What follows belongs to an exercise in optimizing a design on an open flow for small area, a short achievable clock period and few clock cycles; a production flow would make more cautious choices.
In this exercise RTL edits were held to simulation tests only and were not proved equivalent to the original.
Power and IR drop assume default switching activity.

Design bs16_hop, start of the top module:
module bs16_hop (
    input  wire        clk,
    input  wire        rst,
    input  wire        in_valid,
    output wire        in_ready,
    input  wire        in_esc,
    input  wire [7:0]  in_e,
    input  wire [15:0] in_m,
    input  wire [31:0] in_f,
    input  wire [31:0] in_c,
    output wire        out_valid,
    input  wire        out_ready,
    output wire        out_esc,
    output wire [7:0]  out_e,
    output wire [31:0] out_data,
    output wire        out_last
);
For scale: ~5000 cells after synthesis, about 140 I/O pins, about 65000 µm² of cells after synthesis.
clock: 40.0 ns
lec_check: 0
cap_margin: 20
core_margin: 2
core_utilization: 60
cts_cluster_diameter: 100
cts_cluster_size: 27
setup_slack_margin: 2.0
slew_margin: 20
standard.sh (not shown) runs the stock make flow with config.mk's settings and CLKGATE_MAP_FILE= SYNTH_SCRIPT=/design/flow/synth_recipe.tcl, a recipe that flattens the netlist after the stock synthesis.
==> flow/flow/run.sh <==
#!/bin/bash
# The standard layout, with every port buffered by a buf_4 instead of the
# default port buffer, so the ports' own buffers do not slow the I/O paths.
set -euo pipefail
bash standard.sh 'BUFFER_PORTS_ARGS=-buffer_cell sky130_fd_sc_hd__buf_4' finish > standard_flow.log 2>&1
Testbench counts at the start, summed over its fixed seeds: cycles 16,688.
==> next run, changes <==
--- a/flow/config.mk
+++ b/flow/config.mk
@@ -8,7 +8,7 @@
 export CAP_MARGIN = 20
 export CORE_MARGIN = 2
-export CORE_UTILIZATION = 60
+export CORE_UTILIZATION = 66
 export CTS_CLUSTER_DIAMETER = 100
-export CTS_CLUSTER_SIZE = 27
+export CTS_CLUSTER_SIZE = 24
 export SETUP_SLACK_MARGIN = 2.0
 export SLEW_MARGIN = 20
Hold slack is better by 0.0048 ns.
First-iteration DRC count grows by 24%.
Via count grows by 1.1%.
Die area shrinks by 9.0%.
Non-clock buffer count shrinks by 2.


bs16_hop again, from the RTL that the note above started with.
## bs16_hop
module bs16_hop (
    input  wire        clk,
    input  wire        rst,
    input  wire        in_valid,
    output wire        in_ready,
    input  wire        in_esc,
    input  wire [7:0]  in_e,
    input  wire [15:0] in_m,
    input  wire [31:0] in_f,
    input  wire [31:0] in_c,
    output wire        out_valid,
    input  wire        out_ready,
    output wire        out_esc,
    output wire [7:0]  out_e,
    output wire [31:0] out_data,
    output wire        out_last
);
clock: 40.0 ns
lec_check: 0
cap_margin: 20
core_margin: 2
core_utilization: 66
cts_cluster_diameter: 100
cts_cluster_size: 24
setup_slack_margin: 2.0
slew_margin: 20
==> flow/flow/run.sh <==
#!/bin/bash
# The standard layout, with every port buffered by a buf_4 instead of the
# default port buffer, and a clock tree built with fewer wire buffers.
set -euo pipefail
bash standard.sh 'BUFFER_PORTS_ARGS=-buffer_cell sky130_fd_sc_hd__buf_4' 'CTS_ARGS=-sink_clustering_enable -repair_clock_nets -sink_clustering_size 24 -sink_clustering_max_diameter 100 -distance_between_buffers 2000 -branching_point_buffers_distance 2000' finish > standard_flow.log 2>&1
The first run finished with timing, DRC and antenna clean.
Testbench counts at the start, summed over its fixed seeds: cycles 16,688.
Change:
==> flow/flow/run.sh (replaced) <==
#!/bin/bash
# The standard layout, with every port buffered by a buf_4 instead of the
# default port buffer, so the ports' own buffers do not slow the I/O paths.
set -euo pipefail
bash standard.sh 'BUFFER_PORTS_ARGS=-buffer_cell sky130_fd_sc_hd__buf_4' finish > standard_flow.log 2>&1
--- a/flow/config.mk
+++ b/flow/config.mk
@@ -9,5 +9,5 @@
 export CORE_MARGIN = 2
-export CORE_UTILIZATION = 66
+export CORE_UTILIZATION = 60
 export CTS_CLUSTER_DIAMETER = 100
-export CTS_CLUSTER_SIZE = 24
+export CTS_CLUSTER_SIZE = 30
 export SETUP_SLACK_MARGIN = 2.0
What happened:
- die area goes up by 9.9%
- power shrinks by 2.2%
- synthesized cell count is unchanged
- via count fell by 1.1%
- clock power shrinks by 9.8%
- final area barely changes
- synthesized area stays the same
- sequential power stays flat
- worst hold slack hardly moves
Change:
--- a/flow/config.mk
+++ b/flow/config.mk
@@ -11,3 +11,3 @@
 export CTS_CLUSTER_DIAMETER = 100
-export CTS_CLUSTER_SIZE = 30
+export CTS_CLUSTER_SIZE = 24
 export SETUP_SLACK_MARGIN = 2.0
The new run finished clean.
Sequential power stays flat.
Synthesized area is unchanged.
Combinational power stays flat.
Total power rose by 1.9%.
Utilization is higher by 0.34 points.
Sequential share of layout area decreases by 0.30 points.
Synthesized cell count stays the same.

-- afterwards: timing with drivers on the ports --
Ports are ideal in the flow. The routed layouts listed here were re-timed in OpenROAD. Step 1: set_driving_cell puts a clkbuf_16 on clk and a buf_2 on each other input, an assumption about the parent block. Step 2, shift: input delay + t, output delay - t, t = (earliest + latest rising clock arrival at the registers) / 2. This alone moves slack from input paths to output paths. Slacks: ideal / step 1 / step 2; pairs: ideal / step 1.
| run | t (ns) | setup slack, ns | worst hold slack (ns) |
|---|---|---|---|
| the first run of note 1 | 0.798 | 30.665 / 30.588 / 30.113 | 0.425 / 0.425 / 0.425 |
| the second run of note 1 | 0.747 | 30.781 / 30.699 / 30.207 | 0.430 / 0.430 / 0.430 |
| the first run of note 2 | 0.747 | 30.781 / 30.699 / 30.207 | 0.430 / 0.430 / 0.430 |
| the second run of note 2 | 0.781 | 30.681 / 30.602 / 30.092 | 0.432 / 0.432 / 0.432 |
| the third run of note 2 | 0.760 | 30.735 / 30.655 / 30.086 | 0.405 / 0.405 / 0.405 |
After both steps every run listed still meets setup and hold. The setup slack of the third run of note 2, which loses most, moves by -0.080 ns with the drivers and by -0.649 ns with both steps.
